What follows belongs to an exercise in optimizing a design on an open flow for small area, a short achievable clock period and few clock cycles; a production flow would make more cautious choices.
Function was checked by simulation only, so behaviour that the tests miss may differ from the original.
Power is estimated from default activity; no workload was simulated.

==> flow/design.v <==
module merge_buf (
    input  wire        clk,
    input  wire        rst,           
    input  wire        req_valid,
    output reg         req_ready,
    input  wire [1:0]  req_op,        
    input  wire [15:0] req_addr,      
    input  wire [63:0] req_wdata,
    input  wire [7:0]  req_wmask,     
    input  wire [7:0]  req_wpar,      
    output reg         rsp_valid,
    output reg  [63:0] rsp_data,
    output reg         rsp_poison,
    output reg         rsp_sbe,
    output reg         mem_en,
    output reg         mem_we,
    output reg  [15:0] mem_addr,
    output wire [71:0] mem_wdata,
    input  wire        mem_gnt,       
    input  wire [71:0] mem_rdata
);
    localparam [1:0] OP_WRITE   = 2'd0;
    localparam [1:0] OP_READ    = 2'd1;
    localparam [1:0] OP_BARRIER = 2'd2;
    localparam [511:0] HCOL = 512'hf8c73e3d3b372f1fe0d0c8c4c2c1b0a8a4a2a1989492918c8a898685837068646261585452514c4a49464543383432312c2a292625231c1a191615130e0d0b07;
    localparam [7:0] POISON_MASK = 8'h03;
    function [7:0] check_bits(input [63:0] d);
        integer i;
        begin
            check_bits = 8'h00;
            for (i = 0; i < 64; i = i + 1)
                if (d[i])
                    check_bits = check_bits ^ HCOL[8*i +: 8];
        end
    endfunction
    function [65:0] correct(input [63:0] cw, input [7:0] syn);
        reg [63:0] d;
        reg        sbe;
        integer i;
        begin
            d   = cw;
            sbe = 1'b0;
            for (i = 0; i < 64; i = i + 1)
                if (syn == HCOL[8*i +: 8]) begin
                    d[i] = ~d[i];
                    sbe  = 1'b1;
                end
            for (i = 0; i < 8; i = i + 1)
                if (syn == (8'h01 << i))
                    sbe = 1'b1;
            correct = {(syn != 8'h00) && !sbe, sbe, d};
        end
    endfunction
    function par_err(input [63:0] d, input [7:0] m, input [7:0] p);
        integer b;
        begin
            par_err = 1'b0;
            for (b = 0; b < 8; b = b + 1)
                if (m[b] && ((^d[8*b +: 8]) == p[b]))
                    par_err = 1'b1;
        end
    endfunction
    reg [15:0] e_addr;
    reg [63:0] e_data;
    reg [7:0]  e_mask;      
    reg        e_dirty;     
    reg        e_pois;      
    reg        ld_ent;      
    reg        ld_rsp;      
    reg        rd_wait;     
    wire e_full = &e_mask;
    wire hit    = (e_addr == req_addr);    
    assign mem_wdata = {check_bits(e_data) ^ (e_pois ? POISON_MASK : 8'h00), e_data};
    wire [65:0] rd_dec  = correct(mem_rdata[63:0], check_bits(mem_rdata[63:0]) ^ mem_rdata[71:64]);
    wire [63:0] rd_corr = rd_dec[63:0];
    wire        rd_sbe  = rd_dec[64];
    wire        rd_ded  = rd_dec[65];
    wire is_rd  = req_valid && (req_op == OP_READ);
    wire wperr  = par_err(req_wdata, req_wmask, req_wpar);
    wire busy   = e_dirty && !ld_ent;             
    wire rd_hold = rd_wait || (busy && !e_full);  
    wire rd_sel = req_op[0] && !rd_hold;
    always @(*) begin
        mem_en   = rd_sel ? req_valid : busy;
        mem_we   = !rd_sel && e_full;
        mem_addr = rd_sel ? req_addr : e_addr;
    end
    wire wb_gnt   = busy && e_full && mem_gnt;
    wire wb_now   = !rd_sel && wb_gnt;                       
    wire fill_now = !rd_sel && busy && !e_full && mem_gnt;   
    wire clean = !e_dirty || wb_gnt;
    always @(*) begin
        if (req_op[0])
            req_ready = mem_gnt && !rd_hold && !(hit && e_dirty);
        else
            req_ready = clean || (hit && !req_op[1]);
    end
    wire is_wr      = req_valid && (req_op == OP_WRITE);
    wire acc_wr_hit = is_wr && hit;
    wire acc_wr_new = is_wr && !hit && clean;
    wire acc_rd     = is_rd && req_ready;
    integer b;
    always @(posedge clk) begin
        rsp_data   <= rd_corr;
        rsp_poison <= rd_ded;
        rsp_sbe    <= rd_sbe;
    end
    always @(posedge clk) begin
        if (rst) begin
            e_mask    <= 8'h00;
            e_pois    <= 1'b0;
            e_dirty   <= 1'b0;
            ld_ent    <= 1'b0;
            ld_rsp    <= 1'b0;
            rd_wait   <= 1'b0;
            rsp_valid <= 1'b0;
        end else begin
            ld_ent    <= fill_now;
            ld_rsp    <= acc_rd;
            rsp_valid <= ld_rsp;
            rd_wait   <= is_rd && hit && e_dirty && !wb_now;
            if (wb_now)
                e_dirty <= 1'b0;
            if (ld_ent) begin
                for (b = 0; b < 8; b = b + 1)
                    if (!e_mask[b])
                        e_data[8*b +: 8] <= rd_corr[8*b +: 8];
                e_mask <= 8'hff;
                if (rd_ded)
                    e_pois <= 1'b1;
            end
            if (acc_wr_hit) begin
                for (b = 0; b < 8; b = b + 1)
                    if (req_wmask[b])
                        e_data[8*b +: 8] <= req_wdata[8*b +: 8];
                if (!ld_ent)
                    e_mask <= e_mask | req_wmask;
                e_dirty <= 1'b1;
                if (&req_wmask)
                    e_pois <= wperr;
                else if (wperr)
                    e_pois <= 1'b1;
            end
            if (acc_wr_new) begin
                e_addr  <= req_addr;
                e_data  <= req_wdata;
                e_mask  <= req_wmask;
                e_dirty <= 1'b1;
                e_pois  <= wperr;
            end
        end
    end
endmodule
export LEC_CHECK = 0
export CAP_MARGIN = 20
export CORE_MARGIN = 2
export CORE_UTILIZATION = 45
export CTS_BUF_LIST = sky130_fd_sc_hd__clkbuf_8
export SLEW_MARGIN = 20
create_clock -name core_clock -period 13.0 [get_ports {clk}]
standard.sh (not shown) runs the stock make flow with config.mk's settings and CLKGATE_MAP_FILE= SYNTH_SCRIPT=/design/flow/synth_recipe.tcl, a recipe that flattens the netlist after the stock synthesis.
==> flow/flow/run.sh <==
#!/bin/bash
# Standard layout, with plain buf_1 cells as the port buffers and timing repair aimed
# 6.5 ns below the clock period. make's full output goes to flow_make.log; ORFS's
# per-step logs stay under orfs/logs/.
set -euo pipefail
bash standard.sh "BUFFER_PORTS_ARGS=-buffer_cell sky130_fd_sc_hd__buf_1" "SETUP_SLACK_MARGIN=6.5" finish > flow_make.log 2>&1
The starting point completed without violations.
Testbench counts at the start, summed over its fixed seeds: cycles 131,111.
==> next run, changes <==
--- a/flow/design.v
+++ b/flow/design.v
@@ -75,13 +75,13 @@
     wire [63:0] rd_corr = rd_dec[63:0];
     wire        rd_sbe  = rd_dec[64];
     wire        rd_ded  = rd_dec[65];
     wire is_rd  = req_valid && (req_op == OP_READ);
     wire wperr  = par_err(req_wdata, req_wmask, req_wpar);
     wire busy   = e_dirty && !ld_ent;             
-    wire rd_hold = rd_wait || (busy && !e_full);  
+    wire rd_hold = rd_wait || (busy && !e_full && e_mask != 8'h0f);
     wire rd_sel = req_op[0] && !rd_hold;
     always @(*) begin
         mem_en   = rd_sel ? req_valid : busy;
         mem_we   = !rd_sel && e_full;
         mem_addr = rd_sel ? req_addr : e_addr;
     end
Critical path depth grows by 1.
Total power grows by about 12%.
Via count grows by about 4%.
Final cell count grows by about 1.3%.
Count of clock-buffer cells in the layout does not change.
Routed wire length grows by 9.3%.
Worst setup slack loses 43 ps.
Non-clock buffer count does not change.
Worst hold slack loses 13 ps.
Sequential share of layout area shrinks by 0.61 points.
Synthesized area grows by 2.4%.
Testbench counts after the change, summed over its fixed seeds: cycles 129,583.

==> separate check: timing with driven ports <==
No port has a modelled driver above. Below, the same layouts with a new extraction and two added sets of constraints.
Step 1 assumes that a clkbuf_16 drives the clock port and a buf_2 every other input.
Step 2 adds t to the input delays and takes it off the output delays; t is the mean of the earliest and latest rising clock arrival at the registers after step 1. Input paths then give back, and output paths get back, about the clock's delay inside the block.
Three values: ideal ports, drivers, drivers and shift; two values: the first two.
| run | t, ns | setup WS [ns] | worst setup path at the end | worst register clock-pin slew, ns |
|---|---|---|---|---|
| the first run | 0.512 | 6.540 / 6.497 / 6.458 | input to register | 0.11 / 0.11 |
| the second run | 0.516 | 6.497 / 6.475 / 6.127 | input to register | 0.12 / 0.12 |
After both steps every run listed still meets setup and hold. The setup slack of the second run, which loses most, moves by -0.022 ns with the drivers and by -0.370 ns with both steps.
